This is an optimization exercise on Yosys and OpenROAD, whose aim is small area, a short achievable clock period and few clock cycles, not a production implementation.
RTL that was checked went through simulation tests only; none was proved equivalent to the original.
Function not checked in runs 1 to 5: the RTL went through the layout flow alone.
No activity file was given, so power comes from the tool's default toggle rates.

==> flow/config.mk <==
export PLATFORM = sky130hd
export DESIGN_NAME = turf_dec
export DESIGN_NICKNAME = turf_dec
export VERILOG_FILES = /design/flow/design.v
export SDC_FILE = /design/flow/constraint.sdc
export NUM_CORES = 4
export LEC_CHECK = 0
export CAP_MARGIN = 20
export CORE_MARGIN = 2
export CORE_UTILIZATION = 40
export PLACE_DENSITY = 0.6
export SLEW_MARGIN = 20
==> flow/constraint.sdc <==
create_clock -name core_clock -period 8.0 [get_ports {clk}]
set_input_delay 1.6000 -clock core_clock [delete_from_list [all_inputs] [get_ports {clk}]]
set_output_delay 1.6000 -clock core_clock [all_outputs]
set_load 0.01 [all_outputs]
==> flow/design.v <==
module turf_dec (
    input  wire       clk,
    input  wire       rst,         
    input  wire       start,       
    input  wire [6:0] width_m1,    
    input  wire       in_valid,
    input  wire [7:0] in_data,
    output wire       in_ready,
    output reg        out_valid,
    output reg  [7:0] out_data,
    output reg        out_last,    
    input  wire       out_ready,
    output wire       err
);
    localparam QN = 2;             
    localparam QW = 1;             
    localparam [1:0] G_LIT = 2'd0,   
                     G_ABV = 2'd2,   
                     G_DLT = 2'd3;   
    localparam [2:0] P_IDLE = 3'd0,
                     P_HDR  = 3'd1,    
                     P_RAW  = 3'd2,    
                     P_TOK  = 3'd3,    
                     P_EXT  = 3'd4,    
                     P_LIT  = 3'd5,    
                     P_REPV = 3'd6,    
                     P_DLT  = 3'd7;    
    reg  [6:0] wm;                 
    reg        bv, skv;
    reg  [7:0] bd, sk;
    reg        p_pop;
    assign in_ready = !skv;
    wire   take     = in_valid && !skv;
    always @(posedge clk) begin
        if (rst || start) begin
            bv  <= 1'b0;
            skv <= 1'b0;
        end else begin
            if (!bv || p_pop) begin
                bv <= skv || take;
                bd <= skv ? sk : in_data;
                skv <= 1'b0;
            end else if (take) begin
                skv <= 1'b1;
                sk  <= in_data;
            end
        end
    end
    reg  [2:0] ps;
    reg        perr;
    reg  [1:0] hcnt;
    reg  [8:0] brem;               
    reg        big;                
    reg  [7:0] xq;                 
    reg  [6:0] tokl;               
    reg  [1:0] ttyp;
    reg  [6:0] tq;                 
    reg        dodd;               
    reg        rdone;              
    reg        q_full;
    reg        push;
    reg  [1:0] push_t;
    reg  [6:0] push_c;
    reg  [2:0] ps_n;
    reg        perr_n;
    assign err = perr;
    wire body_end = !big && brem == 9'd0;
    wire body_one = !big && brem == 9'd1;    
    wire ext      = bd[5:1] == 5'b11111;      
    wire is_tok   = (ps == P_TOK);
    wire [7:0] lq    = is_tok ? {2'd0, bd[5:0]} : bd;       
    wire [6:0] mq    = is_tok ? {1'b0, bd[5:0]} : bd[6:0] + 7'd62;
    wire       m_ok  = !xq[7] && lq <= xq;
    wire       m_end = lq == xq;
    wire [7:0] xq_n  = xq + ~lq;
    wire       tend  = rdone ? body_one : 1'b0;
    wire p_nopush = (ps == P_HDR && hcnt != 2'd3) ||
                    (is_tok && (bd[7:6] != 2'd2 || ext)) ||
                    (ps == P_EXT && ttyp != 2'd2);
    wire p_run    = !perr && ps != P_IDLE;
    always @(*) begin
        p_pop  = bv && p_run && (!q_full || p_nopush);
        push   = 1'b0;
        push_t = G_LIT;
        push_c = 7'd0;
        ps_n   = ps;
        perr_n = 1'b0;
        case (ps)
            P_HDR: if (p_pop && hcnt == 2'd3) begin
                if (bd[7:2] != 6'd0 || bd[1:0] == 2'b11)
                    perr_n = 1'b1;
                if (bd[1:0] == 2'b01) begin
                    ps_n = P_RAW;
                    if (big || brem != {2'b0, wm} + 9'd1)
                        perr_n = 1'b1;
                end else if (bd[1:0] == 2'b10) begin
                    push   = 1'b1;
                    push_t = G_ABV;
                    push_c = wm;
                    if (!body_end)
                        perr_n = 1'b1;
                end else
                    ps_n = P_TOK;
            end
            P_RAW: if (p_pop) begin
                push = 1'b1;
                if (xq == 8'd0) ps_n = P_HDR;
            end
            P_TOK, P_EXT: begin
                if (body_end)
                    perr_n = 1'b1;
                if (p_pop) begin
                    if (is_tok && (tokl == 7'd0 || bd[5:0] == 6'd63))
                        perr_n = 1'b1;
                    if (is_tok && ext)
                        ps_n = P_EXT;
                    else begin
                        if (!m_ok)
                            perr_n = 1'b1;
                        case (is_tok ? bd[7:6] : ttyp)
                            2'd0: ps_n = P_LIT;
                            2'd1: ps_n = P_REPV;
                            2'd3: ps_n = P_DLT;
                            default: begin
                                push   = 1'b1;
                                push_t = G_ABV;
                                push_c = mq;
                                if (m_end) begin
                                    ps_n = P_HDR;
                                    if (!body_one) perr_n = 1'b1;
                                end else
                                    ps_n = P_TOK;
                            end
                        endcase
                    end
                end
            end
            P_LIT, P_REPV, P_DLT: begin
                if (body_end)
                    perr_n = 1'b1;
                if (p_pop) begin
                    push = 1'b1;
                    if (ps == P_REPV)
                        push_c = tq;
                    else if (ps == P_DLT) begin
                        push_t = G_DLT;
                        push_c = (tq == 7'd0 && dodd) ? 7'd0 : 7'd1;
                        if (tq == 7'd0 && dodd && bd[7:4] != 4'd0)
                            perr_n = 1'b1;
                    end
                    if (ps == P_REPV || tq == 7'd0) begin
                        if (rdone) begin
                            ps_n = P_HDR;
                            if (!body_one) perr_n = 1'b1;
                        end else
                            ps_n = P_TOK;
                    end
                end
            end
            default: ;
        endcase
    end
    always @(posedge clk) begin
        if (rst) begin
            ps   <= P_IDLE;
            perr <= 1'b0;
        end else if (start) begin
            ps   <= P_HDR;
            perr <= 1'b0;
            hcnt <= 2'd0;
            wm   <= width_m1;
        end else begin
            if (perr_n)
                perr <= 1'b1;
            ps <= ps_n;
            if (p_pop) begin
                if (ps != P_HDR)
                    brem <= brem - 9'd1;
                case (ps)
                    P_HDR: begin
                        hcnt <= hcnt + 2'd1;
                        case (hcnt)
                            2'd0: begin brem[7:0] <= bd; big <= 1'b0; end
                            2'd1: begin brem[8] <= bd[0]; big <= bd[7:1] != 7'd0; end
                            2'd2: if (bd != 8'd0) big <= 1'b1;
                            default: begin
                                xq   <= {1'b0, wm};
                                tokl <= {1'b0, wm[6:1]} + 7'd17;
                            end
                        endcase
                    end
                    P_RAW: xq <= xq - 8'd1;
                    P_TOK: begin
                        tokl <= tokl - 7'd1;
                        ttyp <= bd[7:6];
                        if (ext)
                            xq <= xq - 8'd62;
                        else
                            xq <= xq_n;
                    end
                    P_EXT: xq <= xq_n;
                    P_LIT, P_DLT: tq <= tq - 7'd1;
                    default: ;
                endcase
                if ((is_tok && !ext) || ps == P_EXT) begin
                    tq    <= ((is_tok ? bd[7:6] : ttyp) == 2'd3) ? {1'b0, mq[6:1]} : mq;
                    dodd  <= !mq[0];
                    rdone <= m_end;
                end
            end
        end
    end
    reg  [1:0] qt [0:QN-1];
    reg  [6:0] qc [0:QN-1];
    reg  [7:0] qv [0:QN-1];
    reg  [QW-1:0] qwp, qrp;
    reg  [QW:0]   qn;
    reg        cv;                 
    reg  [1:0] ct;
    reg  [6:0] cc;
    reg  [7:0] cval;
    wire       can_out = !out_valid || out_ready;
    wire       emit    = cv && can_out;
    wire       cfree   = !cv || (emit && cc == 7'd0);
    wire       q_empty = (qn == 0);
    wire       q_pop   = cfree && !q_empty;
    wire       q_push  = push && !(cfree && q_empty);
    always @(posedge clk) begin
        if (rst || start) begin
            cv     <= 1'b0;
            qn     <= 0;
            qwp    <= 0;
            qrp    <= 0;
            q_full <= 1'b0;
        end else begin
            if (q_push) begin
                qt[qwp] <= push_t;
                qc[qwp] <= push_c;
                qv[qwp] <= bd;
                qwp     <= (qwp == QN - 1) ? 0 : qwp + 1;
            end
            if (q_pop)
                qrp <= (qrp == QN - 1) ? 0 : qrp + 1;
            if (q_push && !q_pop) begin
                qn     <= qn + 1;
                q_full <= (qn == QN - 1);
            end else if (q_pop && !q_push) begin
                qn     <= qn - 1;
                q_full <= 1'b0;
            end
            if (cfree) begin
                cv <= !q_empty || push;
                if (!q_empty) begin
                    ct   <= qt[qrp];
                    cc   <= qc[qrp];
                    cval <= qv[qrp];
                end else begin
                    ct   <= push_t;
                    cc   <= push_c;
                    cval <= bd;
                end
            end else if (emit) begin
                cc <= cc - 7'd1;
                if (ct == G_DLT)
                    cval <= {4'd0, cval[7:4]};
            end
        end
    end
    reg        frow;               
    reg        rs;                 
    reg  [6:0] ex;                 
    reg  [7:0] dl2;                
    wire [7:0] prev    = rs ? 8'd0 : out_data;
    wire [7:0] above   = frow ? 8'd0 : dl2;
    wire [7:0] dpix    = prev + {{4{cval[3]}}, cval[3:0]};
    wire [7:0] pix     = (ct == G_ABV) ? above :
                         (ct == G_DLT) ? dpix : cval;
    wire       last    = (ex == wm);
    wire [6:0] dsel = wm - 7'd1;
    wire [7:0] tap [0:7];
    assign tap[0] = out_data;
    genvar gi;
    generate
        for (gi = 0; gi < 7; gi = gi + 1) begin : g_seg
            localparam integer L = 1 << (6 - gi);             
            reg [8*L-1:0] sr;
            if (L == 1) begin : g_one
                always @(posedge clk)
                    if (emit) sr <= tap[gi];
            end else begin : g_many
                always @(posedge clk)
                    if (emit) sr <= {sr[8*L-9:0], tap[gi]};
            end
            assign tap[gi + 1] = dsel[6 - gi] ? sr[8*L-1 -: 8] : tap[gi];
        end
    endgenerate
    always @(posedge clk) begin
        if (emit) begin
            out_data <= pix;
            out_last <= last;
            dl2      <= (wm == 7'd0) ? pix : tap[7];
        end
    end
    always @(posedge clk) begin
        if (rst || start) begin
            out_valid <= 1'b0;
            frow      <= 1'b1;
            rs        <= 1'b1;
            ex        <= 7'd0;
        end else begin
            if (emit) begin
                out_valid <= 1'b1;
                rs        <= last;
                if (last) begin
                    ex   <= 7'd0;
                    frow <= 1'b0;
                end else
                    ex <= ex + 7'd1;
            end else if (out_ready)
                out_valid <= 1'b0;
        end
    end
endmodule
==> flow/run.sh <==
#!/bin/bash
# synth_recipe.tcl (not shown) runs the flow's synth.tcl, then flattens the netlist and writes it again
# the make line also repeats each setting of config.mk as NAME=value (left out here)
make -C /OpenROAD-flow-scripts/flow DESIGN_CONFIG=/design/flow/config.mk WORK_HOME=/design/flow/orfs CLKGATE_MAP_FILE= SYNTH_SCRIPT=/design/flow/synth_recipe.tcl finish
==> flow_summary.yaml, run 1 <==
final_layout:
  diodes: 0
  nets: 2265
  fillers: 8442
  fin_area_um2: 46700
  drive_above_1_share_pct: 11.6
  syn2layout_area_growth_pct: 14.6
  post-route-util_pct: 46.0
logic_synthesis:
  ys_seq_elements: 1168
  postSynthAreaPerCell_um2: 19.6
  syn_nets: 2146
  ys_seq_area_share_pct: 85.5
  synth_edf_count: 1145
  synth_commonest_cells: "edfxtp_1, nor2_1, nand2_1"
  yosysMostFrequentCell: "edfxtp_1"
  yosysTopAreaCell: "edfxtp_1"
  ys.flop_type: "edfxtp_1"
  synthCells: 2074
  yosysWarnings: 1
  netlist_area_um2: 40700
  synth_area_leaders: "edfxtp_1, ha_1, nor2_1"
  async_flop_share_pct: 0
  ys_types: 84
  synth_top_area_share_pct: 84.4
timing:
  fin_crit_ns: 4.04
  setup_viol: 0
  timing.fmax_mhz: 248
  timing.final.hold_violations: 0
  whs_ns: 0.412
  slew_headroom_pct: 25.0
  setup_tns_ns: 0
  timing.final.max_slew_violations: 0
  clock_skew_ns: 0.0231
  period_share_pct: 50.5
  worst_slew_pin_slew_ns: 1.13
  rsz0062_at_grt: "no"
clock_network:
  cts_root_buffer: "clkbuf_16"
  clk_latency_ns: 0.67
  clk_pin_slew_worst_paths_ns: 0.06
  cts_made_buffers: 112
  cts_setup_buffers: 0
  cts_resized: 0
  clock_path_buffers: 3
  cts_tree: "built"
  htree_num_levels: 3
  cts_hold_buf: 0
  numClockSinks: 1168
floorplanning:
  ios: 32
  rows: 117
  fp.dieArea_um2: 104000
  die_x_um: 323
  initial_core_util_pct: 40.2
  core_um2: 101000
  die_h_um: 323
worst_setup_path:
  cp_slowest_cell: "buf_12"
  cpPeakStageDelay_ns: 0.71
  critPathBufInv: 3
  reg2reg_depth: 6
  cp-end-kind: "flip-flop"
  crit_start: "out_ready"
  critPathRequiredTime_ns: 8.31
  start_kind: "input port"
  crit_type: "in2reg"
  critical_path.top_delay_family: "buffers and inverters"
  crit_arrival_ns: 4.34
  r2r_start: "ps[0]"
  path_depth: 5
  rrSetupSlack_ns: 4.02
  worst_r2r_endpoint: "qv[0][1]"
  critPathMaxFanout: 212
  crit_chain: "clkdlybuf4s50_1 > nor2b_1 > nor2b_4 > buf_12 > buf_4"
run:
  maxCapViolCount: 0
pwr:
  p_int_uw: 10100
  power.switching_uw: 2520
  netSwitchingFraction_pct: 19.9
  pwr_density_cell_nw_per_um2: 271
  clkPwrFrac_pct: 42.5
  power_frac_seq_pct: 54.6
  p_comb_share_pct: 2.9
  ir_worst_vdd_v: 0.000180
  total_power_uw: 12700
  power.leakage_uw: 0.0144
placement:
  port_buffers: 31
  hpwl_um: 37200
  place_congestion: 0.838
  placed_area_um2: 42800
detailed_routing:
  postRouteAntennaNets: 0
  drc: 0
  first_pass_iters: 5
  wl_per_cell_um: 17.9
  vias_per_cell: 4.92
  vias: 18000
  drt_wl_total_um: 65600
  drtIter0Drc: 1788
global_route:
  grtUsageTotal_pct: 12.5
  grt.overflow.total: 0
  grt_max_degree: 213
  antenna_found_initial: 5
  grt_pass1_wl_um: 102000
  grt_pass1_vias: 17600
hold_path:
  hp-start: "g_seg[0].sr[10]"
  holdPathEnd: "g_seg[0].sr[18]"
  holdCritPathClass: "reg2reg"
  holdPathStages: 0
status:
  outcome: "complete, no violations"
-- power by group through the flow --
| stage | combinational [µW] | clock [µW] | sequential [µW] |
|---|---|---|---|
| after floorplan | 263 | 0 | 7030 |
| after global placement | 360 | 0 | 7030 |
| after detailed placement | 370 | 0 | 7030 |
| after CTS | 370 | 5550 | 6910 |
| after global routing | 406 | 5790 | 6910 |
| final | 369 | 5380 | 6910 |
-- metrics by stage --
step / instances / setup slack [ns]
after floorplan: 2074 / 0.926
after global placement: 3447 / 3.37
after detailed placement: 3447 / 3.31
after CTS: 3658 / 4.05
after global routing: 3658 / 3.81
final: 3658 / 3.96
-- registers in the layout (all words and copies together) (netlist names), 3 cells and up, named ones only --
register	flops
ps	3
qt	4
qv	16
tq	7
brem	9
sk	8
out_data	8
g_seg.sr	1016
wm	7
tokl	7
cc	7
cval	8
dl2	8
qc	14
bd	8
ex	7
xq	8
-- worst max-delay path by stage --
stage | endpoint | slack, ns
global route | qv[1][7] | 3.81
global placement | g_seg[0].sr[177] | 3.37
detailed placement | g_seg[0].sr[105] | 3.31
CTS | g_seg[0].sr[89] | 4.05
floorplan | ex[6] | 0.93
finish | g_seg[0].sr[89] | 3.96
-- cell type report --
cell class,instances,area [µm²],share of cell area [%]
flip-flops and latches,1168,34800,74.7
multi-input cells,795,5500,11.8
clock buffers,124,2870,6.15
well taps,1368,1710,3.67
clock inverters,87,945,2.02
repair buffers,59,583,1.25
inverters,57,214,0.459
-- per-layer routing --
layer / global-route usage (%) / vias up / routed length [µm]
li1: - / 8267 / -
met1: 19.0 / 9087 / 31300
met2: 18.0 / 498 / 28600
met3: 2.42 / 150 / 3720
met4: 4.58 / 0 / 1940
met5: 0 / - / 0
-- worst reg2reg max path: cells and delay by family, from the launching register on --
family / cells / cell delay (ns)
AND/OR/NAND/NOR: 4 / 1.78
flip-flops: 1 / 0.91
AO/OA/AOI/OAI: 2 / 0.90
-- layout by cell type, fill, tap and decap left out, types with 10 or more instances in the layout --
master	count
ha_1	50
nor2b_1	16
clkdlybuf4s50_1	31
bufinv_16	18
edfxtp_1	1145
nand4_1	10
mux2i_1	33
nand3_1	13
a31oi_1	11
inv_1	55
nor2_1	135
clkinv_1	30
nand2_1	87
a22oi_1	14
mux2_2	32
o21ai_0	44
dfxtp_1	23
nand3b_1	13
buf_4	23
xor2_1	23
a21oi_1	85
clkbuf_16	113
xnor2_1	47
clkbuf_1	11
clkinv_2	23
nor3_1	20
-- kinds of logic (layout without fill, tap and decap cells) --
group                      Yosys count  count (layout)  synth area share, %
buffers and inverters              111             327                 1.10
DFF                               1168            1168                 85.5
adders and majority gates           52              52                 1.63
AOI/OAI and AO/OA                  245             245                 4.07
xor gates and xnor gates            75              75                 1.68
and+or+nand+nor                    358             358                 4.29
muxes                               65              65                 1.70
==> run 2, diff against run 1 <==
--- a/flow/config.mk
+++ b/flow/config.mk
@@ -7,2 +7,3 @@
 export LEC_CHECK = 0
+export ABC_CLOCK_PERIOD_IN_PS = 3000
 export CAP_MARGIN = 20
@@ -11,2 +12,3 @@
 export PLACE_DENSITY = 0.6
+export SETUP_SLACK_MARGIN = 4.5
 export SLEW_MARGIN = 20
==> run 2 against run 1 <==
Effect of this change:
- worst hold slack worse by 0.0039 ns
- still clean
- core utilization up 0.34 points
- clock-buffer cell count up 8
- synthesized area unchanged
- critical endpoint is now tq[5]
- via count up 0.58%
- final area up 0.74%
- flip-flop and latch count unchanged
- fmax up 16%
- highest routed layer is now met5
==> flow_summary.yaml, run 2 <==
timing:
  worst_slew_pin_slew_ns: 1.04
  setup_tns_ns: 0
  period_share_pct: 43.5
  timing.final.max_slew_violations: 0
  clock_skew_ns: 0.0304
  timing.fmax_mhz: 287
  fin_crit_ns: 3.48
  timing.final.hold_violations: 0
  setup_slack_ns: 4.52
  rsz0062_at_grt: "no"
  slew_headroom_pct: 30.5
  setup_viol: 0
logic_synthesis:
  async_flop_share_pct: 0
  yosysMostFrequentCell: "edfxtp_1"
  ys.flop_type: "edfxtp_1"
  ys_types: 84
  synth_area_leaders: "edfxtp_1, ha_1, nor2_1"
  synthCells: 2074
  ys_seq_area_share_pct: 85.5
  synth_commonest_cells: "edfxtp_1, nor2_1, nand2_1"
  ys_seq_elements: 1168
  synth_top_area_share_pct: 84.4
  postSynthAreaPerCell_um2: 19.6
  synth_edf_count: 1145
  yosysTopAreaCell: "edfxtp_1"
  yosysWarnings: 1
  syn_nets: 2146
  netlist_area_um2: 40700
global_route:
  busiest_layer: "met1"
  grt.overflow.total: 0
  antenna_found_initial: 6
  grt_max_degree: 221
  grtUsageTotal_pct: 12.7
  grt_pass1_wl_um: 103000
  met2_usage_pct: 18.2
  grtUsageMet3_pct: 3.07
  met1_usage_pct: 19.0
  grt_pass1_vias: 17500
final_layout:
  post-route-util_pct: 46.3
  final_cell_mix: "edfxtp_1, nor2_1, clkbuf_16"
  regArea_um2: 34800
  final_common_cell: "edfxtp_1"
  diodes: 0
  syn2layout_area_growth_pct: 15.4
  fillers: 8410
  reg_top3: "g_seg.sr: 1016 flops, qv: 16 flops, qc: 14 flops"
  multi_input_area_um2: 5530
  drive_above_1_share_pct: 12.8
  top_register: "g_seg.sr"
  largest_register_ffs: 1016
  nets: 2278
hold_path:
  holdCritPathClass: "reg2reg"
  hp-start: "g_seg[3].sr[20]"
worst_setup_path:
  cp-end-kind: "flip-flop"
  cp_slowest_cell: "nor2_1"
  critPathMaxFanout: 8
  crit_type: "in2reg"
  crit_arrival_ns: 3.80
  critPathRequiredTime_ns: 8.32
  start_kind: "input port"
  critPathBufInv: 1
  cpPeakStageDelay_ns: 0.58
  r2r_start: "bd[3]"
  crit_chain: "clkdlybuf4s50_1 > nor2_1 > nand2b_1 > a21oi_2"
  critical_path.top_delay_family: "simple AND/OR/NAND/NOR gates"
  crit_start: "start"
clock_network:
  cts_root_buffer: "clkbuf_16"
  clk_latency_ns: 0.67
  htree_num_levels: 3
  clk_pin_slew_worst_paths_ns: 0.06
  numClockSinks: 1168
  clock_path_buffers: 3
  cts_made_buffers: 111
  cts_hold_buf: 0
  cts_tree: "built"
detailed_routing:
  vias_per_cell: 4.93
  wl_per_cell_um: 18.2
  drc: 0
  drtIter0Drc: 2070
  first_pass_iters: 6
  postRouteAntennaNets: 0
  vias: 18100
  drt_wl_total_um: 67000
run:
  maxCapViolCount: 0
pwr:
  total_power_uw: 12800
  ir_worst_vdd_v: 0.000188
  power.leakage_uw: 0.0146
  pwr_density_cell_nw_per_um2: 272
floorplanning:
  core_um2: 101000
  die_x_um: 323
  fp.dieArea_um2: 104000
  ios: 32
  initial_core_util_pct: 40.2
  die_h_um: 323
  rows: 117
status:
  outcome: "complete, no violations"
placement:
  port_buffers: 31
  place_congestion: 0.839
  pre_cts_ws_ns: 3.57
  hpwl_um: 37200
[run 2: report_power, final]
part	internal (µW)	leakage [µW]	switching [µW]
Combinational	128	0.00260	249
Clock	3260	0.00190	2220
Sequential	6840	0.0101	63.7
Total	10200	0.0146	2530
[run 2: layout make-up]
class / instances / share of cell area (%)
inverters: 57 / 0.468
repair buffers: 72 / 1.72
clock buffers: 132 / 6.12
well taps: 1368 / 3.64
clock inverters: 77 / 2.15
multi-input cells: 796 / 11.8
flip-flops and latches: 1168 / 74.1
[run 2: stage by stage]
step,area (µm²),instances,hold WS (ns)
after global placement,42800,3440,0.400
after detailed placement,42800,3440,0.405
after CTS,46800,3660,0.403
after floorplan,40800,2074,0.400
final,47000,3670,0.408
after global routing,47000,3670,0.420
[run 2: worst register-to-register path, stage by stage, from the launching register on]
cell	delay, ns
edfxtp_1	0.76
and4_1	0.48
o21ai_1	0.16
a311o_2	0.54
nand2b_1	0.52
a21oi_2	0.54
[run 2: kinds of logic (layout without fill, tap and decap cells)]
family,Yosys count,in the layout,synth area share [%]
multiplexers,65,65,1.70
XOR/XNOR,75,75,1.68
AO/OA/AOI/OAI,245,245,4.07
adder cells (fa/ha/maj),52,52,1.63
AND/OR/NAND/NOR,358,359,4.29
flip-flops,1168,1168,85.5
buffers and inverters,111,338,1.10
[run 2: layer usage]
layer	share of wire [%]	vias to the layer above	routed length, µm
met2	43	540	29000
met4	3.0	2	1980
li1	-	8303	-
met3	6.7	145	4510
met5	0.070	-	47
met1	47	9117	31400
[run 2: repair_timing]
action,CTS,global route
gates cloned,1,2
resized for setup,7,10
buffers inserted,10,7
endpoints found under the setup margin,626,256
[run 2: final timing paths]
path | end | slack, ns | cells after the start
worst max register to register | tq[5] | 4.63 | 5
worst min register to register | g_seg[3].sr[28] | 0.41 | 0
worst min-delay path | g_seg[3].sr[28] | 0.41 | 0
worst max-delay path | tq[5] | 4.52 | 4
==> run 3, diff against run 2 <==
--- a/flow/config.mk
+++ b/flow/config.mk
@@ -12,3 +12,3 @@
 export PLACE_DENSITY = 0.6
-export SETUP_SLACK_MARGIN = 4.5
+export SETUP_SLACK_MARGIN = 5
 export SLEW_MARGIN = 20
==> run 3 against run 2 <==
Effect of this change:
- clock power down 5.8%
- still clean
- register-to-register slack better by 0.37 ns
- core utilization down 0.16 points
- fmax up 15%
- clock-buffer cell count down 4
- sequential share of layout area up 0.27 points
- non-clock buffer count up 8
- final area down 0.34%
==> flow_summary.yaml, run 3 <==
status:
  outcome: "complete, no violations"
floorplanning:
  fp.dieArea_um2: 104000
  die_x_um: 323
  ios: 32
  initial_core_util_pct: 40.2
  die_h_um: 323
  rows: 117
  core_um2: 101000
run:
  maxCapViolCount: 0
global_route:
  antenna_found_initial: 5
  grt.overflow.total: 0
  grt_pass1_wl_um: 103000
  grt_pass1_vias: 17500
  grtUsageTotal_pct: 12.6
  grt_max_degree: 202
logic_synthesis:
  ys_seq_area_share_pct: 85.5
  async_flop_share_pct: 0
  synth_top_area_share_pct: 84.4
  ys.flop_type: "edfxtp_1"
  netlist_area_um2: 40700
  yosysWarnings: 1
  ys_types: 84
  yosysMostFrequentCell: "edfxtp_1"
  synth_area_leaders: "edfxtp_1, ha_1, nor2_1"
  syn_nets: 2146
  synth_commonest_cells: "edfxtp_1, nor2_1, nand2_1"
  yosysTopAreaCell: "edfxtp_1"
  synth_edf_count: 1145
  synthCells: 2074
  ys_seq_elements: 1168
  postSynthAreaPerCell_um2: 19.6
final_layout:
  reg_top3: "g_seg.sr: 1016 flops, qv: 16 flops, qc: 14 flops"
  diodes: 0
  fillers: 8410
  finalNonFillerCells: 3671
  post-route-util_pct: 46.2
  largest_register_ffs: 1016
  final_common_cell: "edfxtp_1"
  top_register: "g_seg.sr"
  drive_above_1_share_pct: 14.0
  final_cell_mix: "edfxtp_1, nor2_1, clkbuf_16"
  syn2layout_area_growth_pct: 15.0
  nets: 2283
timing:
  timing.fmax_mhz: 329
  timing.final.hold_violations: 0
  clock_skew_ns: 0.0300
  whs_ns: 0.411
  setup_viol: 0
  setup_tns_ns: 0
  fin_crit_ns: 3.04
  slew_headroom_pct: 28.4
  timing.final.max_slew_violations: 0
  rsz0062_at_grt: "yes"
  period_share_pct: 38.0
  worst_slew_pin_slew_ns: 1.07
detailed_routing:
  wl_per_cell_um: 18.1
  drtIter0Drc: 1759
  first_pass_iters: 7
  vias: 18100
  drc: 0
  vias_per_cell: 4.92
  drt_wl_total_um: 66600
  postRouteAntennaNets: 0
pwr:
  ir_worst_vdd_v: 0.000173
  pwr_density_cell_nw_per_um2: 266
  power.leakage_uw: 0.0145
  total_power_uw: 12500
clock_network:
  htree_num_levels: 3
  clock_path_buffers: 3
  cts_root_buffer: "clkbuf_16"
  clk_latency_ns: 0.69
  cts_hold_buf: 0
  cts_tree: "built"
  clk_pin_slew_worst_paths_ns: 0.06
  numClockSinks: 1168
  cts_made_buffers: 108
worst_setup_path:
  crit_type: "reg2out"
  critPathBufInv: 1
  cp-end-kind: "output pin"
  cpPeakStageDelay_ns: 0.54
  critPathMaxFanout: 2
  crit_chain: "buf_2"
  critPathRequiredTime_ns: 6.40
  start_kind: "flip-flop"
  cp_slowest_cell: "edfxtp_1"
  crit_arrival_ns: 1.44
  critical_path.top_delay_family: "flip-flops"
placement:
  port_buffers: 31
  hpwl_um: 37200
  dp_cells: 3442
  place_congestion: 0.890
hold_path:
  holdCritPathClass: "reg2reg"
run 3: final cells by class:
| cell class | count | area (µm²) | share of cell area [%] |
|---|---|---|---|
| sequential | 1168 | 34900 | 74.4 |
| multi-input combinational | 796 | 5670 | 12.1 |
| clock buffer | 128 | 2790 | 5.95 |
| tap | 1368 | 1710 | 3.65 |
| clock inverter | 74 | 828 | 1.77 |
| timing repair buffer | 80 | 768 | 1.64 |
| inverter | 57 | 229 | 0.489 |
run 3: kinds of logic (layout without fill, tap and decap cells):
kind of cell / after synthesis / count (layout) / synth area share, %
AND/OR/NAND/NOR: 358 / 359 / 4.29
AO/OA/AOI/OAI: 245 / 245 / 4.07
multiplexers: 65 / 65 / 1.70
XOR/XNOR: 75 / 75 / 1.68
flip-flops: 1168 / 1168 / 85.5
buffers and inverters: 111 / 339 / 1.10
adder cells (fa/ha/maj): 52 / 52 / 1.63
run 3: stage by stage:
| stage | instance area (µm²) | worst slack (ns) |
|---|---|---|
| after global routing | 46800 | 4.90 |
| after floorplan | 40800 | 2.72 |
| after detailed placement | 42800 | 3.85 |
| after global placement | 42800 | 3.87 |
| final | 46800 | 4.96 |
| after CTS | 46700 | 4.92 |
run 3: path summary, 6_finish.rpt:
path	startpoint	depth (start not counted)	endpoint	slack [ns]
worst max-delay path	out_data[7]	1	out_data[7]	4.96
worst min-delay path	g_seg[0].sr[486]	0	g_seg[0].sr[494]	0.41
worst max register to register	bd[1]	7	tokl[5]	5.00
worst min register to register	g_seg[0].sr[486]	0	g_seg[0].sr[494]	0.41
run 3: worst reg2reg max path: stages, from the launching register on:
cell and delay (ns):
edfxtp_1 0.32, buf_4 0.25, ha_1 0.22, and4_2 0.35, o21ai_1 0.14, a311o_2 0.54
nand2b_2 0.42, a21oi_2 0.44
run 3: power breakdown:
| group | switching, µW | internal, µW |
|---|---|---|
| Sequential | 62.0 | 6840 |
| Clock | 2200 | 2960 |
| Combinational | 258 | 131 |
run 3: timing repair:
item                                    in CTS  in global routing
endpoints found under the hold margin        0                  0
endpoints found under the setup margin    1134                305
resized for setup                           71                 19
pin swaps                                    3                  1
cloned                                       0                  1
setup buffers                               23                  3
run 3: metal layers:
layer  share of wire, %  track usage [%]
met1                 48             19.1
met2                 43             18.1
met4                2.6             4.06
met3                6.3             2.87
met5              0.020                0
==> run 4, diff against run 3 <==
--- a/flow/config.mk
+++ b/flow/config.mk
@@ -11,2 +11,4 @@
 export CORE_UTILIZATION = 40
+export CTS_BUF_LIST = sky130_fd_sc_hd__clkbuf_4 sky130_fd_sc_hd__clkbuf_8 sky130_fd_sc_hd__clkbuf_16
+export CTS_CLUSTER_SIZE = 20
 export PLACE_DENSITY = 0.6
==> run 4 against run 3 <==
Effect of this change:
- synthesized area is the same
- synthesized cell count is the same
- die area is the same
- fmax shrank 1.1%
- sequential power is essentially flat
- still clean
- sequential share of layout area shrank 0.14 points
==> flow_summary.yaml, run 4 <==
placement:
  port_buffers: 31
  place_congestion: 0.890
  hpwl_um: 37200
  placed_area_um2: 42800
worst_setup_path:
  crit_arrival_ns: 3.36
  critPathRequiredTime_ns: 8.29
  crit_type: "in2reg"
  critical_path.top_delay_family: "buffers and inverters"
  critPathMaxFanout: 201
  cp_slowest_cell: "clkdlybuf4s50_1"
  critPathBufInv: 3
  cpMostUsedCell: "nor2b_4"
  cp-end-kind: "flip-flop"
  start_kind: "input port"
  cpPeakStageDelay_ns: 0.51
  crit_chain: "clkdlybuf4s50_1 > nor2b_4 > nor2b_4 > buf_12 > buf_16"
pwr:
  power.leakage_uw: 0.0146
  p_comb_share_pct: 3.1
  netSwitchingFraction_pct: 20.1
  power_frac_seq_pct: 55.1
  pwr_density_cell_nw_per_um2: 267
  power.switching_uw: 2520
  clkPwrFrac_pct: 41.8
  ir_worst_vdd_v: 0.000173
  p_int_uw: 10000
final_layout:
  final_common_cell: "edfxtp_1"
  syn2layout_area_growth_pct: 15.2
  largest_register_ffs: 1016
  fillers: 8404
  fin_area_um2: 46900
  final_cell_mix: "edfxtp_1, nor2_1, clkbuf_16"
  reg_top3: "g_seg.sr: 1016 flops, qv: 16 flops, qc: 14 flops"
  diodes: 0
  top_register: "g_seg.sr"
  nets: 2283
  drive_above_1_share_pct: 14.9
detailed_routing:
  postRouteAntennaNets: 0
  vias: 18100
  vias_per_cell: 4.93
  drtIter0Drc: 1819
  first_pass_iters: 5
  wl_per_cell_um: 18.1
  drt_wl_total_um: 66600
  drc: 0
status:
  outcome: "complete, no violations"
floorplanning:
  core_um2: 101000
  ios: 32
  fp.dieArea_um2: 104000
  initial_core_util_pct: 40.2
  die_h_um: 323
  die_x_um: 323
  rows: 117
logic_synthesis:
  synth_area_leaders: "edfxtp_1, ha_1, nor2_1"
  synth_top_area_share_pct: 84.4
  yosysMostFrequentCell: "edfxtp_1"
  ys_types: 84
  ys_seq_elements: 1168
  netlist_area_um2: 40700
  yosysTopAreaCell: "edfxtp_1"
  ys.flop_type: "edfxtp_1"
  syn_nets: 2146
  postSynthAreaPerCell_um2: 19.6
  synth_commonest_cells: "edfxtp_1, nor2_1, nand2_1"
  yosysWarnings: 1
  synthCells: 2074
  synth_edf_count: 1145
  async_flop_share_pct: 0
  ys_seq_area_share_pct: 85.5
clock_network:
  cts_made_buffers: 108
  cts_root_buffer: "clkbuf_16"
  htree_num_levels: 3
  cts_hold_buf: 0
  clk_pin_slew_worst_paths_ns: 0.06
  clock_path_buffers: 3
  cts_tree: "built"
  clk_latency_ns: 0.69
  numClockSinks: 1168
timing:
  setup_viol: 0
  timing.final.hold_violations: 0
  slew_headroom_pct: 23.4
  rsz0062_at_grt: "yes"
  timing.fmax_mhz: 326
  period_share_pct: 38.4
  timing.final.max_slew_violations: 0
  fin_crit_ns: 3.07
  clock_skew_ns: 0.0278
  worst_slew_pin_slew_ns: 1.15
  setup_tns_ns: 0
global_route:
  grt_pass1_vias: 17500
  grtUsageTotal_pct: 12.6
  antenna_found_initial: 5
  grt_pass1_wl_um: 103000
  grt_max_degree: 202
  grt.overflow.total: 0
run:
  maxCapViolCount: 0
hold_path:
  holdCritPathClass: "reg2reg"
[run 4: worst paths after layout]
check | start | to | slack, ns | cells after the start
worst max-delay path | out_ready | g_seg[3].sr[18] | 4.93 | 5
worst max register to register | bd[1] | tokl[5] | 5.02 | 7
worst min register to register | g_seg[1].sr[244] | g_seg[1].sr[252] | 0.41 | 0
worst min-delay path | g_seg[1].sr[244] | g_seg[1].sr[252] | 0.41 | 0
[run 4: power by group through the flow]
stage / sequential [µW] / combinational (µW) / clock (µW)
6_report: 6910 / 390 / 5230
5_1_grt: 6910 / 426 / 5640
4_1_cts: 6910 / 384 / 5400
3_5_place_dp: 7040 / 363 / 0
3_3_place_gp: 7040 / 353 / 0
2_1_floorplan: 7020 / 266 / 0
[run 4: cells by family after synthesis]
group                      Yosys count  share of synthesized area (%)
DFF                               1168                           85.5
buffers and inverters              111                           1.10
and+or+nand+nor                    358                           4.29
AOI/OAI and AO/OA                  245                           4.07
muxes                               65                           1.70
adders and majority gates           52                           1.63
xor gates and xnor gates            75                           1.68
[run 4: worst register-to-register path: cells and delay by family (launching register included)]
kind / cells / cell delay (ns)
flops: 1 / 0.32
simple gates: 2 / 0.76
compound gates: 3 / 1.12
buf+inv: 1 / 0.24
fa+ha+maj: 1 / 0.21
[run 4: per-layer routing]
| metal | track usage (%) | vias up | wire length, µm |
|---|---|---|---|
| met5 | 0 | - | 13 |
| met3 | 2.87 | 133 | 4040 |
| met1 | 19.1 | 9164 | 32000 |
| met2 | 18.1 | 493 | 28900 |
| met4 | 4.06 | 2 | 1650 |
| li1 | - | 8308 | - |
[run 4: cell type report]
class,instances,area (µm²),share of cell area (%)
Clock buffer,128,2860,6.09
Timing Repair Buffer,80,783,1.67
Multi-Input combinational cell,796,5670,12.1
Inverter,57,229,0.488
Clock inverter,74,828,1.76
Tap cell,1368,1710,3.65
Sequential cell,1168,34900,74.3
[run 4: per-stage QoR]
step	util, %	total power (µW)	std cells	hold WS (ns)	setup slack [ns]
finish	46.3	12500	3671	0.412	4.93
global route	46.3	13000	3671	0.415	4.90
CTS	46.1	12700	3667	0.413	4.92
detailed placement	42.2	7400	3442	0.405	3.85
global placement	42.2	7390	3442	0.401	3.87
floorplan	-	7280	2074	0.400	2.72
[run 4: what timing repair did]
action | in CTS | in global routing
setup endpoints to repair | 1134 | 349
pin swaps | 3 | 1
buffers inserted | 23 | 3
gates cloned | 0 | 1
gates resized for setup | 71 | 21
==> run 5, diff against run 4 <==
==> flow/config.mk (replaced) <==
export PLATFORM = sky130hd
export DESIGN_NAME = turf_dec
export DESIGN_NICKNAME = turf_dec
export VERILOG_FILES = /design/flow/design.v
export SDC_FILE = /design/flow/constraint.sdc
export NUM_CORES = 4
export LEC_CHECK = 0
export ABC_CLOCK_PERIOD_IN_PS = 2000
export CAP_MARGIN = 20
export CORE_MARGIN = 2
export CORE_UTILIZATION = 60
export PLACE_DENSITY = 0.75
export SETUP_SLACK_MARGIN = 5
export SLEW_MARGIN = 20
==> run 5 against run 4 <==
Effect of this change:
- fmax up 2.3%
- combinational power grew 5.4%
- clock skew about the same
- sequential power is essentially flat
- final area is 0.92% lower
- final cell count is 13% lower
- via count grew 1.9%
- core utilization rose by 23 points
- still clean on timing, DRC and antenna
- critical path type unchanged
- largest cell class unchanged
- synthesized area stayed put
- first-iteration DRC count up 12%
- critical path depth rose by 2
==> flow_summary.yaml, run 5 <==
pwr:
  pwr_density_cell_nw_per_um2: 269
  total_power_uw: 12500
  ir_worst_vdd_v: 0.000251
  power.leakage_uw: 0.0146
final_layout:
  diodes: 0
  top_register: "g_seg.sr"
  multi_input_area_um2: 5770
  syn2layout_area_growth_pct: 14.2
  nets: 2295
  regArea_um2: 34900
  reg_top3: "g_seg.sr: 1016 flops, qv: 16 flops, qc: 14 flops"
  final_common_cell: "edfxtp_1"
  fillers: 4018
  largest_register_ffs: 1016
  drive_above_1_share_pct: 14.2
  final_cell_mix: "edfxtp_1, nor2_1, clkbuf_16"
floorplanning:
  rows: 95
  initial_core_util_pct: 60.7
  die_h_um: 265
  die_x_um: 265
  core_um2: 67200
  ios: 32
  fp.dieArea_um2: 70000
logic_synthesis:
  yosysTopAreaCell: "edfxtp_1"
  postSynthAreaPerCell_um2: 19.6
  synth_top_area_share_pct: 84.4
  netlist_area_um2: 40700
  ys_seq_elements: 1168
  syn_nets: 2146
  ys.flop_type: "edfxtp_1"
  ys_seq_area_share_pct: 85.5
  synth_commonest_cells: "edfxtp_1, nor2_1, nand2_1"
  synthCells: 2074
  yosysMostFrequentCell: "edfxtp_1"
  async_flop_share_pct: 0
  synth_edf_count: 1145
  yosysWarnings: 1
  ys_types: 84
  synth_area_leaders: "edfxtp_1, ha_1, nor2_1"
placement:
  port_buffers: 31
  hpwl_um: 36500
  place_congestion: 0.893
clock_network:
  cts_made_buffers: 108
  clk_pin_slew_worst_paths_ns: 0.06
  cts_tree: "built"
  clk_latency_ns: 0.68
  numClockSinks: 1168
  htree_num_levels: 3
  cts_root_buffer: "clkbuf_16"
  clock_path_buffers: 3
detailed_routing:
  drc: 0
  postRouteAntennaNets: 0
  drtIter0Drc: 2041
  drt_wl_total_um: 72600
  vias_per_cell: 5.78
  first_pass_iters: 6
  wl_per_cell_um: 22.8
  vias: 18400
timing:
  setup_tns_ns: 0
  fin_crit_ns: 3.00
  rsz0062_at_grt: "yes"
  worst_slew_pin_slew_ns: 0.963
  timing.final.max_slew_violations: 0
  timing.final.hold_violations: 0
  period_share_pct: 37.5
  slew_headroom_pct: 35.7
  setup_viol: 0
  clock_skew_ns: 0.0275
  timing.fmax_mhz: 333
global_route:
  antenna_found_initial: 0
  grt.overflow.total: 0
  grt_pass1_vias: 18300
  grt_max_degree: 192
  grtUsageTotal_pct: 20.6
  grt_pass1_wl_um: 109000
status:
  outcome: "complete, no violations"
run:
  maxCapViolCount: 0
worst_setup_path:
  start_kind: "input port"
  crit_type: "in2reg"
  critPathMaxFanout: 11
  critPathRequiredTime_ns: 8.37
  crit_arrival_ns: 3.37
  cp-end-kind: "flip-flop"
hold_path:
  holdCritPathClass: "reg2reg"
[run 5: cell counts after synthesis]
No cell type changed its count.
[run 5: worst paths after layout]
check             slack (ns)  depth (start not counted)             from              end
setup / recovery        5.00                          7        out_ready         qv[1][7]
hold / removal          0.40                          0  g_seg[2].sr[77]  g_seg[2].sr[85]
setup reg to reg        5.01                         10            wm[0]   g_seg[6].sr[2]
hold reg to reg         0.40                          0  g_seg[2].sr[77]  g_seg[2].sr[85]
[run 5: repair_timing]
action	CTS	global route
cloned	6	2
pin swaps	4	0
gates resized for setup	82	13
endpoints found under the hold margin	0	0
endpoints found under the setup margin	1156	514
hold buffers	0	0
setup buffers	30	9
[run 5: worst max-delay path: stages]
cell             delay [ns]
clkdlybuf4s50_1        0.45
nor2b_4                0.35
o31ai_2                0.18
nand2_1                0.17
nand2_2                0.14
nor3_4                 0.23
buf_4                  0.24
[run 5: logic make-up (layout without fill, tap and decap cells)]
| family | Yosys count | count (layout) | synth area share [%] |
|---|---|---|---|
| DFF | 1168 | 1168 | 85.5 |
| and+or+nand+nor | 358 | 360 | 4.29 |
| AOI/OAI and AO/OA | 245 | 245 | 4.07 |
| buffers and inverters | 111 | 352 | 1.10 |
| xor gates and xnor gates | 75 | 76 | 1.68 |
| muxes | 65 | 65 | 1.70 |
| adders and majority gates | 52 | 52 | 1.63 |
[run 5: area by class of cell]
class / instances / area share, %
flip-flops and latches: 1168 / 75.0
multi-input cells: 798 / 12.4
clock buffers: 136 / 6.15
well taps: 873 / 2.35
repair buffers: 90 / 2.01
clock inverters: 69 / 1.65
inverters: 57 / 0.482
[run 5: through the flow]
step / std cells / worst slack [ns] / utilization (%) / hold slack [ns] / area (µm²)
floorplan: 2074 / 2.72 / - / 0.400 / 40800
finish: 3191 / 5.00 / 69.2 / 0.396 / 46500
global route: 3191 / 4.94 / 69.2 / 0.416 / 46500
detailed placement: 2939 / 3.47 / 62.8 / 0.405 / 42100
global placement: 2939 / 3.54 / 62.7 / 0.401 / 42100
CTS: 3180 / 4.89 / 69.0 / 0.404 / 46300
[run 5: power by group]
group | internal (µW) | switching (µW) | leakage, µW
clock | 2970 | 2230 | 0.00177
sequential | 6840 | 65.2 | 0.0101
combinational | 141 | 270 | 0.00275
[run 5: per-layer routing]
metal	part of all wire, %	vias to the layer above	global-route usage, %
met2	47	722	32.4
met4	3.1	0	6.63
met1	44	9246	29.9
met5	0	-	0
met3	5.7	157	3.49
li1	-	8321	-
==> run 6, diff against run 5 <==
--- a/flow/design.v
+++ b/flow/design.v
@@ -221,4 +221,6 @@
     reg  [7:0] cval;
-    wire       can_out = !out_valid || out_ready;
-    wire       emit    = cv && can_out;
+    reg        okv;                
+    reg  [7:0] okd;
+    reg        okl;
+    wire       emit    = cv && !okv;
     wire       cfree   = !cv || (emit && cc == 7'd0);
@@ -271,4 +273,5 @@
     reg  [6:0] ex;                 
+    reg  [7:0] dl1;                
     reg  [7:0] dl2;                
-    wire [7:0] prev    = rs ? 8'd0 : out_data;
+    wire [7:0] prev    = rs ? 8'd0 : dl1;
     wire [7:0] above   = frow ? 8'd0 : dl2;
@@ -280,3 +283,3 @@
     wire [7:0] tap [0:7];
-    assign tap[0] = out_data;
+    assign tap[0] = dl1;
     genvar gi;
@@ -298,5 +301,18 @@
         if (emit) begin
-            out_data <= pix;
-            out_last <= last;
-            dl2      <= (wm == 7'd0) ? pix : tap[7];
+            dl1 <= pix;
+            dl2 <= (wm == 7'd0) ? pix : tap[7];
+        end
+    end
+    always @(posedge clk) begin
+        if (rst || start) begin
+            frow <= 1'b1;
+            rs   <= 1'b1;
+            ex   <= 7'd0;
+        end else if (emit) begin
+            rs <= last;
+            if (last) begin
+                ex   <= 7'd0;
+                frow <= 1'b0;
+            end else
+                ex <= ex + 7'd1;
         end
@@ -306,16 +322,12 @@
             out_valid <= 1'b0;
-            frow      <= 1'b1;
-            rs        <= 1'b1;
-            ex        <= 7'd0;
-        end else begin
-            if (emit) begin
-                out_valid <= 1'b1;
-                rs        <= last;
-                if (last) begin
-                    ex   <= 7'd0;
-                    frow <= 1'b0;
-                end else
-                    ex <= ex + 7'd1;
-            end else if (out_ready)
-                out_valid <= 1'b0;
+            okv       <= 1'b0;
+        end else if (!out_valid || out_ready) begin
+            out_valid <= okv || emit;
+            okv       <= 1'b0;
+            out_data  <= okv ? okd : pix;
+            out_last  <= okv ? okl : last;
+        end else if (emit) begin
+            okv <= 1'b1;
+            okd <= pix;
+            okl <= last;
         end
--- a/flow/config.mk
+++ b/flow/config.mk
@@ -7,7 +7,10 @@
 export LEC_CHECK = 0
-export ABC_CLOCK_PERIOD_IN_PS = 2000
+export ABC_CLOCK_PERIOD_IN_PS = 3000
 export CAP_MARGIN = 20
 export CORE_MARGIN = 2
-export CORE_UTILIZATION = 60
-export PLACE_DENSITY = 0.75
+export CORE_UTILIZATION = 40
+export CTS_BUF_LIST = sky130_fd_sc_hd__clkbuf_16
+export CTS_CLUSTER_DIAMETER = 60
+export CTS_CLUSTER_SIZE = 30
+export PLACE_DENSITY = 0.6
 export SETUP_SLACK_MARGIN = 5
==> run 6 against run 5 <==
Effect of this change:
- sequential share of layout area decreased by 0.20 points
- critical path depth fell by 3
- flip-flop and latch count increased by 18
- highest routed layer unchanged
- still clean on timing, DRC and antenna
- final area is 1.8% higher
- global-route usage is 7.6 points lower
- largest power group unchanged
==> flow_summary.yaml, run 6 <==
detailed_routing:
  vias_per_cell: 5.05
  drtIter0Drc: 1835
  wl_per_cell_um: 18.9
  first_pass_iters: 6
  postRouteAntennaNets: 0
  drt_wl_total_um: 70800
  vias: 18900
  drc: 0
hold_path:
  holdCritPathClass: "reg2reg"
final_layout:
  final_cell_mix: "edfxtp_1, nor2_1, nand2_1"
  nets: 2372
  largest_register_ffs: 1016
  diodes: 0
  post-route-util_pct: 45.6
  fillers: 8670
  top_register: "g_seg.sr"
  drive_above_1_share_pct: 12.0
  reg_top3: "g_seg.sr: 1016 flops, qv: 16 flops, qc: 14 flops"
  finalNonFillerCells: 3749
  final_common_cell: "edfxtp_1"
  syn2layout_area_growth_pct: 12.9
pwr:
  p_comb_share_pct: 2.3
  power_frac_seq_pct: 58.6
  power.leakage_uw: 0.0150
  total_power_uw: 11600
  pwr_density_cell_nw_per_um2: 245
  p_int_uw: 9000
  clkPwrFrac_pct: 39.1
  netSwitchingFraction_pct: 22.4
  ir_worst_vdd_v: 0.000249
  power.switching_uw: 2600
worst_setup_path:
  r2r_start: "rs"
  critical_path.endpoint: "cval[3]"
  cp-end-kind: "flip-flop"
  start_kind: "input port"
  crit_arrival_ns: 3.25
  crit_type: "in2reg"
  cpPeakStageDelay_ns: 0.50
  critPathMaxFanout: 19
  reg2reg_depth: 9
  critPathRequiredTime_ns: 8.31
  rrSetupSlack_ns: 5.10
  crit_chain: "clkdlybuf4s50_1 > or2_4 > a21oi_4 > and2_1"
  cp_slowest_cell: "clkdlybuf4s50_1"
  crit_start: "start"
  worst_r2r_endpoint: "out_data[7]"
timing:
  rsz0062_at_grt: "yes"
  timing.final.hold_violations: 0
  period_share_pct: 36.8
  slew_headroom_pct: 21.7
  fin_crit_ns: 2.94
  clock_skew_ns: 0.0435
  timing.final.max_slew_violations: 0
  setup_tns_ns: 0
  worst_slew_pin_slew_ns: 1.17
  timing.fmax_mhz: 340
  setup_viol: 0
global_route:
  grtUsageTotal_pct: 13.0
  grtUsageMet3_pct: 2.58
  grt_max_degree: 208
  antenna_found_initial: 6
  grt_pass1_vias: 18400
  grt_pass1_wl_um: 109000
  met1_usage_pct: 20.1
  busiest_layer: "met1"
  grt.overflow.total: 0
  met2_usage_pct: 18.2
floorplanning:
  rows: 118
  ios: 32
  core_um2: 104000
  die_h_um: 328
  initial_core_util_pct: 40.4
  fp.dieArea_um2: 107000
  die_x_um: 328
logic_synthesis:
  yosysWarnings: 1
  synth_area_leaders: "edfxtp_1, ha_1, dfxtp_1"
  synthMuxAreaShare_pct: 1.30
  synth_fa_ha_area_share_pct: 1.59
  ys_types: 94
  synth_commonest_cells: "edfxtp_1, nor2_1, nand2_1"
  synth_edf_count: 1162
  async_flop_share_pct: 0
  synth_compound_gate_area_share_pct: 4.89
  yosysMostFrequentCell: "edfxtp_1"
  ys_seq_area_share_pct: 84.4
  synth_xor_area_share_pct: 1.27
  synthSimpleGateAreaFrac_pct: 5.22
  ys_seq_elements: 1186
  ys.flop_type: "edfxtp_1"
  synth_top_family_by_area: "simple AND/OR/NAND/NOR gates"
  yosysTopAreaCell: "edfxtp_1"
  netlist_area_um2: 41900
  synthCells: 2202
  syn_nets: 2274
  synth_top_area_share_pct: 83.3
  postSynthAreaPerCell_um2: 19.0
placement:
  place_congestion: 0.848
  hpwl_um: 41100
  dp_cells: 3571
  port_buffers: 31
status:
  outcome: "complete, no violations"
clock_network:
  clk_latency_ns: 0.68
  numClockSinks: 1186
  cts_root_buffer: "clkbuf_16"
  clock_path_buffers: 3
  cts_made_buffers: 83
  clk_pin_slew_worst_paths_ns: 0.10
  htree_num_levels: 3
  cts_tree: "built"
  cts_hold_buf: 0
run:
  maxCapViolCount: 0
[run 6: power by group through the flow]
stage          combinational [µW]  sequential, µW  clock, µW
3_5_place_dp                  251            6940          0
6_report                      269            6790       4540
3_3_place_gp                  245            6930          0
2_1_floorplan                 171            6920          0
4_1_cts                       266            6790       4700
5_1_grt                       294            6790       4930
[run 6: per-layer routing]
metal  routed length, µm  vias up
met2               30100      406
li1                    -     8742
met5                   0        -
met1               35200     9681
met4                1750        0
met3                3860      117
[run 6: cells by family after synthesis]
kind of cell | count (synthesis)
AOI/OAI and AO/OA | 301
xor gates and xnor gates | 61
adders and majority gates | 52
buffers and inverters | 130
DFF | 1186
muxes | 51
and+or+nand+nor | 421
[run 6: how the worst min path moves through the flow]
stage | startpoint | end | slack [ns] | cells after the start
after floorplan | g_seg[0].sr[92] | g_seg[0].sr[100] | 0.40 | 0
after global placement | g_seg[2].sr[100] | g_seg[2].sr[108] | 0.40 | 0
after detailed placement | g_seg[0].sr[144] | g_seg[0].sr[152] | 0.40 | 0
after CTS | g_seg[5].sr[0] | g_seg[5].sr[8] | 0.40 | 0
after global routing | g_seg[1].sr[29] | g_seg[1].sr[37] | 0.40 | 0
final | g_seg[0].sr[261] | g_seg[0].sr[269] | 0.40 | 0
[run 6: area by class of cell]
cell class,count,area (µm²),area share (%)
Clock buffer,84,2100,4.44
Clock inverter,70,931,1.97
Inverter,69,293,0.619
Multi-Input combinational cell,888,6170,13.0
Sequential cell,1186,35400,74.7
Tap cell,1380,1730,3.65
Timing Repair Buffer,72,727,1.54
[run 6: repair_timing]
item,CTS,global route
buffers inserted,18,2
setup endpoints to repair,265,190
resized for setup,38,10
pin swaps,4,3
cloned,0,3
[run 6: critical path, delay by kind of cell]
family / cells / cell delay [ns]
compound gates: 1 / 0.31
buf+inv: 1 / 0.50
simple gates: 2 / 0.83
[run 6: per-stage QoR]
| stage | setup slack (ns) | cell area (µm²) | hold WS, ns |
|---|---|---|---|
| floorplan | 4.68 | 42000 | 0.400 |
| global placement | 4.17 | 43900 | 0.400 |
| detailed placement | 4.04 | 43900 | 0.405 |
| CTS | 5.00 | 47200 | 0.401 |
| global route | 4.96 | 47300 | 0.398 |
| finish | 5.06 | 47300 | 0.399 |
Testbench counts of run 6, summed over its fixed seeds: cycles 66,280.
==> run 7, diff against run 6 <==
--- a/flow/config.mk
+++ b/flow/config.mk
@@ -11,5 +11,2 @@
 export CORE_UTILIZATION = 40
-export CTS_BUF_LIST = sky130_fd_sc_hd__clkbuf_16
-export CTS_CLUSTER_DIAMETER = 60
-export CTS_CLUSTER_SIZE = 30
 export PLACE_DENSITY = 0.6
==> run 7 against run 6 <==
Effect of this change:
- still clean on timing, DRC and antenna
- core utilization up 0.76 points
- die area unchanged
- register-to-register slack better by 0.04 ns
- global-route usage increased by 0.21 points
- clock skew grew 0.018 ns
- largest cell class unchanged
==> flow_summary.yaml, run 7 <==
status:
  outcome: "complete, no violations"
worst_setup_path:
  worst_r2r_endpoint: "out_data[7]"
  crit_arrival_ns: 1.33
  start_kind: "flip-flop"
  cpPeakStageDelay_ns: 0.38
  crit_type: "reg2out"
  rrSetupSlack_ns: 5.14
  cp-end-kind: "output pin"
  cp_slowest_cell: "edfxtp_1"
  critical_path.top_delay_family: "flip-flops"
  critPathRequiredTime_ns: 6.40
  crit_start: "out_data[2]"
  critPathMaxFanout: 1
  r2r_start: "rs"
  crit_chain: "clkdlybuf4s15_1"
  reg2reg_depth: 9
  critPathBufInv: 1
logic_synthesis:
  async_flop_share_pct: 0
  synthCells: 2202
  postSynthAreaPerCell_um2: 19.0
  ys.flop_type: "edfxtp_1"
  ys_seq_elements: 1186
  ys_types: 94
  synth_commonest_cells: "edfxtp_1, nor2_1, nand2_1"
  yosysWarnings: 1
  synth_edf_count: 1162
  yosysTopAreaCell: "edfxtp_1"
  yosysMostFrequentCell: "edfxtp_1"
  synth_area_leaders: "edfxtp_1, ha_1, dfxtp_1"
  ys_seq_area_share_pct: 84.4
  syn_nets: 2274
  netlist_area_um2: 41900
  synth_top_area_share_pct: 83.3
final_layout:
  nets: 2410
  fillers: 8607
  reg_top3: "g_seg.sr: 1016 flops, qv: 16 flops, qc: 14 flops"
  final_common_cell: "edfxtp_1"
  final_cell_mix: "edfxtp_1, nor2_1, clkbuf_16"
  largest_register_ffs: 1016
  drive_above_1_share_pct: 12.9
  fin_area_um2: 48100
  top_register: "g_seg.sr"
  syn2layout_area_growth_pct: 14.8
  diodes: 0
clock_network:
  clk_pin_slew_worst_paths_ns: 0.06
  clk_latency_ns: 0.71
  cts_hold_buf: 0
  cts_root_buffer: "clkbuf_16"
  cts_tree: "built"
  htree_num_levels: 3
  numClockSinks: 1186
  clock_path_buffers: 3
  cts_made_buffers: 116
hold_path:
  holdPathEnd: "g_seg[1].sr[251]"
  holdCritPathClass: "reg2reg"
  hp-start: "g_seg[1].sr[243]"
  holdPathStages: 0
floorplanning:
  ios: 32
  rows: 118
  die_h_um: 328
  fp.dieArea_um2: 107000
  die_x_um: 328
  core_um2: 104000
  initial_core_util_pct: 40.4
detailed_routing:
  vias: 19200
  drtIter0Drc: 1985
  wl_per_cell_um: 18.8
  first_pass_iters: 5
  vias_per_cell: 5.03
  postRouteAntennaNets: 0
  drt_wl_total_um: 71700
  drc: 0
global_route:
  grt_max_degree: 208
  antenna_found_initial: 7
  grtUsageTotal_pct: 13.2
  grt_pass1_wl_um: 111000
  grt_pass1_vias: 18900
  grt.overflow.total: 0
timing:
  timing.fmax_mhz: 342
  worst_slew_pin_slew_ns: 1.11
  whs_ns: 0.356
  setup_tns_ns: 0
  clock_skew_ns: 0.0610
  slew_headroom_pct: 25.9
  fin_crit_ns: 2.93
  rsz0062_at_grt: "no"
  setup_viol: 0
  timing.final.max_slew_violations: 0
  period_share_pct: 36.6
  timing.final.hold_violations: 0
pwr:
  ir_worst_vdd_v: 0.000195
  power.leakage_uw: 0.0154
  pwr_density_cell_nw_per_um2: 257
placement:
  port_buffers: 31
  place_congestion: 0.848
  hpwl_um: 41100
  placed_area_um2: 43900
run:
  maxCapViolCount: 0
==> run 7: final cells by class <==
class,instances,area [µm²],area share (%)
clock buffer,151,3170,6.58
multi-input combinational,888,6170,12.8
timing repair buffer,77,756,1.57
inverter,69,293,0.608
tap,1380,1730,3.59
sequential,1186,35400,73.5
clock inverter,62,627,1.30
==> run 7: how the worst max path moves through the flow <==
stage	cells after the start	endpoint	slack (ns)
2_1_floorplan	7	ex[5]	4.68
3_3_place_gp	4	cval[2]	4.17
3_5_place_dp	4	cval[5]	4.04
4_1_cts	7	tokl[5]	4.96
5_1_grt	1	out_data[2]	5.00
6_report	1	out_data[2]	5.07
==> run 7: through the flow <==
| step | setup WS (ns) | total power, µW | util [%] | std cells |
|---|---|---|---|---|
| global route | 5.00 | 12800 | 46.4 | 3813 |
| global placement | 4.17 | 7180 | 42.3 | 3571 |
| CTS | 4.96 | 12500 | 46.2 | 3800 |
| detailed placement | 4.04 | 7190 | 42.3 | 3571 |
| floorplan | 4.68 | 7090 | - | 2202 |
| finish | 5.07 | 12400 | 46.4 | 3813 |
==> run 7: power breakdown <==
| group | internal (µW) | switching, µW |
|---|---|---|
| clock | 3030 | 2270 |
| combinational | 101 | 171 |
| sequential | 6780 | 24.7 |
==> run 7: layer usage <==
metal | track usage (%) | share of wire (%)
met1 | 20.3 | 49
met2 | 18.6 | 43
met3 | 2.91 | 5.4
met4 | 4.11 | 2.4
met5 | 0 | 0
==> run 7: logic make-up (layout without fill, tap and decap cells) <==
family | count (synthesis) | count (layout) | share of synthesized area, %
flip-flops | 1186 | 1186 | 84.4
AND/OR/NAND/NOR | 421 | 422 | 5.22
AO/OA/AOI/OAI | 301 | 301 | 4.89
adder cells (fa/ha/maj) | 52 | 52 | 1.59
buffers and inverters | 130 | 359 | 1.33
XOR/XNOR | 61 | 62 | 1.27
multiplexers | 51 | 51 | 1.30
==> run 7: what timing repair did <==
| item | CTS | global route |
|---|---|---|
| setup endpoints to repair | 268 | 196 |
| setup buffers | 15 | 11 |
| gates resized for setup | 44 | 14 |
| pin swaps | 4 | 2 |
| gates cloned | 1 | 2 |
| hold endpoints to repair | 0 | 0 |
==> run 8, diff against run 7 <==
==> flow/flow/run.sh (new file) <==
#!/bin/bash
# Standard layout, with timing repair aimed at a larger setup slack than
# config.mk's settings allow. Each tool's full output goes to its own log.
set -euo pipefail
bash standard.sh SETUP_SLACK_MARGIN=5.4 synth > make_synth.log 2>&1
bash standard.sh SETUP_SLACK_MARGIN=5.4 finish > make_finish.log 2>&1
==> flow/standard.sh (new file) <==
#!/bin/bash
# synth_recipe.tcl (not shown) runs the flow's synth.tcl, then flattens the netlist and writes it again
# the make line also repeats each setting of config.mk as NAME=value (left out here)
make -C /OpenROAD-flow-scripts/flow DESIGN_CONFIG=/design/flow/config.mk WORK_HOME=/design/flow/orfs CLKGATE_MAP_FILE= SYNTH_SCRIPT=/design/flow/synth_recipe.tcl "${@:-finish}"
--- a/flow/config.mk
+++ b/flow/config.mk
@@ -7,3 +7,3 @@
 export LEC_CHECK = 0
-export ABC_CLOCK_PERIOD_IN_PS = 3000
+export ABC_CLOCK_PERIOD_IN_PS = 2700
 export CAP_MARGIN = 20
@@ -12,3 +12,2 @@
 export PLACE_DENSITY = 0.6
-export SETUP_SLACK_MARGIN = 5
 export SLEW_MARGIN = 20
removed: flow/run.sh
==> run 8 against run 7 <==
Effect of this change:
- critical endpoint is now out_data[1]
- combinational power is about 10% higher
- non-clock buffer count is 54 higher
- synthesized area stayed put
- final cell count is 1.5% higher
- total power is 0.86% lower
- sequential power hardly changed
- critical path type unchanged
- core utilization is 0.69 points higher
- final area is 1.5% higher
==> flow_summary.yaml, run 8 <==
logic_synthesis:
  ys_seq_area_share_pct: 84.4
  yosysMostFrequentCell: "edfxtp_1"
  yosysTopAreaCell: "edfxtp_1"
  synth_area_leaders: "edfxtp_1, ha_1, dfxtp_1"
  ys.flop_type: "edfxtp_1"
  postSynthAreaPerCell_um2: 19.0
  synthCells: 2202
  syn_nets: 2274
  netlist_area_um2: 41900
  ys_seq_elements: 1186
  ys_types: 94
  synth_edf_count: 1162
  synth_top_area_share_pct: 83.3
  yosysWarnings: 1
  synth_commonest_cells: "edfxtp_1, nor2_1, nand2_1"
  async_flop_share_pct: 0
timing:
  worst_slew_pin_slew_ns: 1.16
  fin_crit_ns: 2.84
  slew_headroom_pct: 22.5
  clock_skew_ns: 0.0641
  period_share_pct: 35.4
  rsz0062_at_grt: "yes"
  setup_viol: 0
  timing.final.hold_violations: 0
  timing.fmax_mhz: 353
  whs_ns: 0.361
  timing.final.max_slew_violations: 0
  setup_tns_ns: 0
final_layout:
  multi_input_area_um2: 6490
  drive_above_1_share_pct: 16.8
  largest_register_ffs: 1016
  top_register: "g_seg.sr"
  finalNonFillerCells: 3869
  final_common_cell: "edfxtp_1"
  reg_top3: "g_seg.sr: 1016 flops, qv: 16 flops, qc: 14 flops"
  fin_area_um2: 48800
  fillers: 8539
  nets: 2465
  syn2layout_area_growth_pct: 16.5
  regArea_um2: 35400
  final_cell_mix: "edfxtp_1, nor2_1, clkbuf_16"
global_route:
  met2_usage_pct: 19.4
  grtUsageMet3_pct: 2.92
  grt_pass1_wl_um: 112000
  grt_max_degree: 188
  antenna_found_initial: 3
  met1_usage_pct: 20.4
  busiest_layer: "met1"
  grt.overflow.total: 0
  grtUsageTotal_pct: 13.4
  grt_pass1_vias: 19100
pwr:
  power_frac_seq_pct: 55.4
  p_comb_share_pct: 2.4
  total_power_uw: 12300
  netSwitchingFraction_pct: 20.1
  ir_worst_vdd_v: 0.000196
  power.leakage_uw: 0.0157
  pwr_density_cell_nw_per_um2: 251
  p_int_uw: 9800
  clkPwrFrac_pct: 42.2
  power.switching_uw: 2470
detailed_routing:
  drt_wl_total_um: 73100
  wl_per_cell_um: 18.9
  postRouteAntennaNets: 0
  drc: 0
  first_pass_iters: 5
  drtIter0Drc: 2156
  vias: 19400
  vias_per_cell: 5.01
hold_path:
  hp-start: "g_seg[0].sr[2]"
  holdPathEnd: "g_seg[0].sr[10]"
  holdPathStages: 0
  holdCritPathClass: "reg2reg"
floorplanning:
  core_um2: 104000
  fp.dieArea_um2: 107000
  rows: 118
  initial_core_util_pct: 40.4
  ios: 32
  die_h_um: 328
  die_x_um: 328
status:
  outcome: "complete, no violations"
worst_setup_path:
  reg2reg_depth: 8
  crit_arrival_ns: 1.24
  crit_chain: "buf_2"
  cp_slowest_cell: "edfxtp_1"
  rrSetupSlack_ns: 5.45
  cpPeakStageDelay_ns: 0.37
  critPathBufInv: 1
  r2r_start: "wm[0]"
  critical_path.top_delay_family: "flip-flops"
  crit_type: "reg2out"
  critPathRequiredTime_ns: 6.40
  cp-end-kind: "output pin"
  worst_r2r_endpoint: "g_seg[6].sr[5]"
  critPathMaxFanout: 1
  start_kind: "flip-flop"
clock_network:
  cts_root_buffer: "clkbuf_16"
  htree_num_levels: 3
  cts_tree: "built"
  clock_path_buffers: 3
  clk_pin_slew_worst_paths_ns: 0.06
  cts_made_buffers: 115
  numClockSinks: 1186
  clk_latency_ns: 0.71
placement:
  dp_cells: 3571
  hpwl_um: 41200
  placed_area_um2: 43900
  place_congestion: 0.858
  port_buffers: 31
run:
  maxCapViolCount: 0
==> run 8: cell types whose count changed in the layout (fill, tap and decap cells not counted), moves of 9 or more <==
cell | before | now
buf_4 | 38 | 80
clkdlybuf4s15_1 | 10 | 0
clkinv_1 | 18 | 36
clkbuf_8 | 9 | 0
buf_2 | 0 | 10
==> run 8: per-layer routing <==
| layer | routed length, µm | vias up |
|---|---|---|
| li1 | - | 8936 |
| met1 | 35400 | 9851 |
| met2 | 31800 | 477 |
| met3 | 4510 | 127 |
| met4 | 1380 | 0 |
| met5 | 0 | - |
==> run 8: metrics by stage <==
stage | setup slack (ns) | utilization, %
final | 5.16 | 47.1
after global routing | 5.09 | 47.1
after CTS | 5.10 | 46.5
after detailed placement | 3.98 | 42.3
after global placement | 4.16 | 42.3
after floorplan | 4.68 | -
==> run 8: final cells by class <==
cell class | instances | share of cell area, %
flip-flops and latches | 1186 | 72.4
multi-input cells | 889 | 13.3
clock buffers | 132 | 6.02
well taps | 1380 | 3.53
repair buffers | 131 | 2.55
clock inverters | 79 | 1.49
inverters | 69 | 0.630
repair inverters | 1 | 0.0333
diodes | 2 | 0.0102
==> run 8: worst max path at each step <==
stage                start           to  slack (ns)  depth (start not counted)
5_1_grt        out_data[3]  out_data[3]        5.09                          1
4_1_cts        out_data[3]  out_data[3]        5.10                          1
3_5_place_dp         start      cval[5]        3.98                          4
6_report       out_data[1]  out_data[1]        5.16                          1
2_1_floorplan          okv        ex[5]        4.68                          7
3_3_place_gp         start      cval[4]        4.16                          4
==> run 8: cells by family after synthesis <==
family	count (synthesis)	share of synthesized area, %
flip-flops	1186	84.4
AND/OR/NAND/NOR	421	5.22
AO/OA/AOI/OAI	301	4.89
buffers and inverters	130	1.33
XOR/XNOR	61	1.27
adder cells (fa/ha/maj)	52	1.59
multiplexers	51	1.30
==> run 8: worst reg2reg max path, cell delays in order, from the launching register on <==
cell,delay (ns)
edfxtp_1,0.43
clkinvlp_4,0.18
ha_4,0.20
and2b_2,0.24
xnor2_2,0.16
o41ai_4,0.46
a22o_1,0.30
o21ai_2,0.08
mux2_2,0.27
==> run 8: what timing repair did <==
action,CTS,global route
hold endpoints to repair,0,0
gates cloned,6,0
setup buffers,47,32
resized for setup,111,67
pin swaps,11,11
setup endpoints to repair,689,239
hold buffers,0,0
==> run 8: power by group through the flow <==
stage,Sequential (µW),Clock [µW],Combinational [µW]
2_1_floorplan,6920,0,172
3_3_place_gp,6940,0,234
3_5_place_dp,6940,0,241
4_1_cts,6800,5370,270
5_1_grt,6790,5600,327
6_report,6800,5170,300

Re-timed with assumed drivers on the ports (clkbuf_16 on the clock, buf_2 on other inputs), run 8 has 5.102 ns of setup slack against 5.165 ns with ideal ports, and 4.692 ns once port delays also move by the mid clock arrival of 0.743 ns.
